This design comes from an exercise in tuning for small area, a short achievable clock period and few clock cycles per item on the open sky130 flow, not from production work. The RTL was checked by simulation tests, not by an equivalence proof against the original design. Power and IR drop assume default switching activity.

==> flow/design.v (outline; a module is shown in full before it is edited, if it fits) <==
// module srv_loop_block: 507 lines
// module slb_mac_chain: 643 lines
// module slb_mac_p: 1737 lines
// module slb_mac_gain: 491 lines
module srv_loop_block (
    input  wire        clk,
    input  wire        rst,           
    input  wire        wr_en,
    input  wire [7:0]  wr_addr,
    input  wire [31:0] wr_data,
    input  wire        run_valid,
    output wire        run_ready,
    input  wire        run_close,     
    input  wire [15:0] run_m,         
    input  wire [15:0] run_now,       
    input  wire [15:0] run_ff,        
    input  wire [15:0] run_openval,   
    output reg         done,
    output reg  [15:0] y,
    output reg  [15:0] v,
    output wire [31:0] i_out,
    output wire        iclamp,
    output reg         aw,
    output reg         esign          
);
  // ...
==> flow/run.sh <==
#!/bin/bash
# synth_recipe.tcl (not shown) runs the flow's synth.tcl, then flattens the netlist and writes it again
# the make line also repeats each setting of config.mk as NAME=value (left out here)
make -C /OpenROAD-flow-scripts/flow DESIGN_CONFIG=/design/flow/config.mk WORK_HOME=/design/flow/orfs CLKGATE_MAP_FILE= SYNTH_SCRIPT=/design/flow/synth_recipe.tcl finish
==> flow/config.mk <==
export PLATFORM = sky130hd
export DESIGN_NAME = srv_loop_block
export DESIGN_NICKNAME = srv_loop_block
export VERILOG_FILES = /design/flow/design.v
export SDC_FILE = /design/flow/constraint.sdc
export NUM_CORES = 4
export LEC_CHECK = 0
export ABC_AREA = 1
export CAP_MARGIN = 20
export CORE_MARGIN = 2
export CORE_UTILIZATION = 40
export PLACE_DENSITY = 0.6
export SETUP_SLACK_MARGIN = 5
export SLEW_MARGIN = 20
==> flow/constraint.sdc <==
create_clock -name core_clock -period 14.0 [get_ports {clk}]
set_input_delay 2.8000 -clock core_clock [delete_from_list [all_inputs] [get_ports {clk}]]
set_output_delay 2.8000 -clock core_clock [all_outputs]
set_load 0.01 [all_outputs]
==> flow_metrics.py, run 1 <==
metrics = {
    "critical_path": {
        "r2r-end": "p_rb[1][14]$_SDFF_PP0_",
        "end_kind": "flip-flop",
    },
    "timing": {
        "slew_headroom": 0.1152,
        "hold_violations": 0,
        "timing.hold.ws_ps": 404.5,
    },
    "global_route": {
        "grtUsageMet1": 0.4294,
    },
    "synthesis": {
        "ys_ff_latch": 2370,
        "synth_flop_cell": "edfxtp_1",
        "synth_edf_count": 1982,
        "yosysSeqAreaShare": 0.3388,
        "synth_top_area_frac": 0.2997,
    },
    "layout": {
        "seq_area_frac": 0.3073,
        "mostFrequentLayoutCells": "nand2_1, inv_1, edfxtp_1, xor2_1, fa_1",
        "nonClkBufAreaFrac": 0.03029,
        "fin_nets": 25000,
        "final_cells": 29710,
        "register_area_sq_um": 67320,
    },
    "clock_network": {
        "cts_made_buffers": 279,
    },
    "power": {
        "vdd_ir_drop_max_mv": 0.9824,
        "powerClk_w": 0.00757,
    },
    "flow_run": {
        "drv_cap": 0,
    },
    "routing": {
        "wl_met3_mm": 118.3,
        "ant_nets": 0,
        "wire_per_inst_um": 28.39,
    },
    "run_status": {
        "status": "finished clean",
    },
}
Testbench counts, summed over its fixed seeds: cycles 7,125, runs 1,920.
==> inputs of run 2 (changes only) <==
--- a/flow/config.mk
+++ b/flow/config.mk
@@ -9,6 +9,6 @@
 export CAP_MARGIN = 20
 export CORE_MARGIN = 2
-export CORE_UTILIZATION = 40
-export PLACE_DENSITY = 0.6
+export CORE_UTILIZATION = 48
+export PLACE_DENSITY = 0.65
 export SETUP_SLACK_MARGIN = 5
 export SLEW_MARGIN = 20
==> flow_metrics.py, run 2 <==
metrics = {
    "floorplan": {
        "die_area_sq_um": 418900,
        "rows": 236,
        "core_area_sq_um": 412500,
        "initial_utilization": 0.4814,
        "io_pins": 178,
        "die_h_um": 647.2,
        "die_w_um": 647.2,
    },
    "power": {
        "p_leak_nw": 92.06,
        "vdd_ir_drop_max_mv": 0.8320,
        "finalPower_w": 0.05230,
        "p_per_area_nw_per_um2": 240.6,
    },
    "layout": {
        "fin_util": 0.5269,
        "area_growth_pct": 9.455,
        "mostFrequentLayoutCells": "nand2_1, inv_1, edfxtp_1, xor2_1, fa_1",
        "drive_above_1_share": 0.07417,
        "fin_nets": 25040,
        "fill_cells": 38130,
        "final_common_cell": "nand2_1",
    },
    "timing": {
        "fin_setup_tns_ps": 0,
        "rsz0062_at_grt": "yes",
        "setup_viol": 0,
        "skew_ps": 154.5,
        "fmax_ghz": 0.1109,
        "period_needed_ps": 9019,
        "tightestPinTransition_ps": 1347,
        "slew_headroom": 0.09677,
        "slew_viol_final": 0,
        "hold_violations": 0,
        "finalCritPeriodShare": 0.6442,
    },
    "synthesis": {
        "syn_area_per_cell_sq_um": 8.587,
        "ys_ff_latch": 2370,
        "synth_top_area_frac": 0.2997,
        "synth_area_leader_cell": "edfxtp_1",
        "yosys_warnings": 39,
        "yosys-top-cells-count": "nand2_1, inv_1, edfxtp_1",
        "async_reset_ff_frac": 0,
        "synth_area_leaders": "edfxtp_1, fa_1, nand2_1",
        "yosysSeqAreaShare": 0.3388,
        "synth_cell_types": 86,
        "synth_nets": 25290,
        "synth_area_sq_um": 198600,
        "synth_flop_cell": "edfxtp_1",
        "synthCells": 23130,
        "synth_edf_count": 1982,
        "yosysMostFrequentCell": "nand2_1",
    },
    "critical_path": {
        "critPathKind": "reg2reg",
        "worstPathArrival_ps": 9750,
        "crit_top_cell": "fa_1",
        "worst_ep_required_time_ps": 14730,
        "crit_slowest_cell": "edfxtp_1",
        "end_kind": "flip-flop",
        "path_max_fanout": 38,
        "r2r_slack_ps": 4980,
        "path_buf_inv": 9,
        "worst_setup_path_start_kind": "flip-flop",
        "cp_slowest_stage_delay_ps": 610,
        "path_delay_family": "adder cells",
    },
    "routing": {
        "drcViolationCount": 0,
        "wire_per_inst_um": 29.30,
        "wirelength_mm": 838.0,
        "drt_iter0_drc": 26350,
        "vias": 175600,
        "ant_nets": 0,
        "drt-vias-per-instance": 6.140,
        "firstDrtPassIters": 10,
    },
    "clock_network": {
        "cts-root-buf": "clkbuf_16",
        "cts_made_buffers": 272,
        "path_clk_slew_ps": 60,
        "cts_tree": "yes",
        "cts_sinks": 2370,
        "clk_latency_ps": 1010,
        "htreeDepth": 5,
        "clk_path_buf_depth": 4,
        "cts_hold_buf": 0,
    },
    "placed_design": {
        "place_hpwl_mm": 613.0,
        "numPortBuffers": 175,
        "place_congestion": 1.016,
    },
    "min_path": {
        "hp-class": "reg2reg",
    },
    "global_route": {
        "grt_use_total": 0.3904,
        "antenna_found_initial": 72,
        "grt_overflow_total": 0,
        "grt_pass1_wl_mm": 1184,
        "grt_max_degree": 91,
        "grt_pass1_vias": 165200,
    },
    "flow_run": {
        "drv_cap": 0,
    },
    "run_status": {
        "status": "finished clean",
    },
}
## run 2: changes by cell type in the layout (fill, tap and decap cells not counted), moves of 7 or more
cell | before | now
clkinv_2 | 44 | 36
buf_4 | 509 | 569
buf_6 | 22 | 8
diode_2 | 24 | 31
o21ai_4 | 23 | 15
clkinv_1 | 58 | 74
o21ai_1 | 109 | 126
clkinvlp_4 | 24 | 33
inv_1 | 3684 | 3677
bufinv_16 | 26 | 15
## run 2: through the flow
stage	instances	hold WS (ps)	setup WS (ps)	cell area (sq um)
3_3_place_gp	27940	401.9	4281	206300
5_1_grt	28570	419.3	4975	217300
4_1_cts	28480	415.3	4861	215800
3_5_place_dp	27940	404.5	4189	206300
6_report	28600	414.2	4981	217400
2_1_floorplan	23130	400.3	6333	198600
## run 2: worst paths after layout
kind                                 start                     end  depth (start not counted)
setup / recovery  p_oh[1][2]$_SDFFCE_PP0P_  p_rb[1][16]$_SDFF_PP0_                         27
hold / removal          a_ov[11]$_DFFE_PP_      g_ov[11]$_DFFE_PP_                          0
setup reg to reg  p_oh[1][2]$_SDFFCE_PP0P_  p_rb[1][16]$_SDFF_PP0_                         27
hold reg to reg         a_ov[11]$_DFFE_PP_      g_ov[11]$_DFFE_PP_                          0
## run 2: cell type report
class,count,area (sq um),area share
sequential,2370,67310,0.3097
multi-input combinational,15580,112800,0.5188
antenna,31,77.57,0.0003569
timing repair buffer,798,6983,0.03213
clock buffer,359,7476,0.03439
timing repair inverter,1,5.005,0.00002303
tap,5474,6849,0.03151
inverter,3855,14630,0.06730
clock inverter,134,1274,0.005860
## run 2: logic make-up (layout without fill, tap and decap cells)
logic type,Yosys count,in the layout,share of synthesized area
AND/OR/NAND/NOR,7099,7099,0.1490
multiplexers,49,49,0.002482
adder cells (fa/ha/maj),2053,2053,0.1842
XOR/XNOR,1652,1652,0.07301
other,1,32,0.00001888
buffers and inverters,5178,5147,0.1019
flip-flops,2370,2370,0.3388
AO/OA/AOI/OAI,4724,4724,0.1506
## run 2: per-layer routing
metal  global-route usage  part of all wire  up-vias  wire, um
li1                     -                 -    76300         -
met1               0.5055              0.37    84780    313000
met2               0.5593              0.41    12020    340400
met3               0.1546              0.15     2455    129100
met4               0.2069             0.066       60     55020
met5                    0           0.00072        -       600
## run 2: where the power goes
group | internal, W | total (W) | switching [W]
Sequential | 0.00872 | 0.00900 | 0.000281
Combinational | 0.0103 | 0.0361 | 0.0259
Clock | 0.00407 | 0.00716 | 0.00309
## run 2: repair_timing
item                       CTS  global route
setup endpoints to repair  277           263
resized for setup           55           154
setup buffers               54            79
gates cloned                 0             2
pin swaps                    7            13

-- afterwards: timing with drivers on the ports --
The results above use ideal ports. As a check the final layouts listed here were re-extracted and re-timed, cells and wires unchanged. Step 1 sets driving cells, clkbuf_16 on the clock port and buf_2 on the other inputs (assumed; they add their load-dependent delay and slew). Step 2, shift: input delay + t, output delay - t, t = (earliest + latest rising clock arrival at the registers) / 2. This alone moves slack from input paths to output paths. Slacks: ideal ports / drivers / drivers and shift; pairs: ideal ports / drivers.
run	t, ns	setup slack, ns	hold slack, ns	worst setup path at the end	slew at the worst register clock pin (ns)
run 1	1.098	4.993 / 4.993 / 4.993	0.405 / 0.405 / 0.405	register to register	0.07 / 0.07
run 2	1.047	4.981 / 4.981 / 4.981	0.414 / 0.414 / 0.414	register to register	0.07 / 0.07
After both steps every run listed still meets setup and hold.
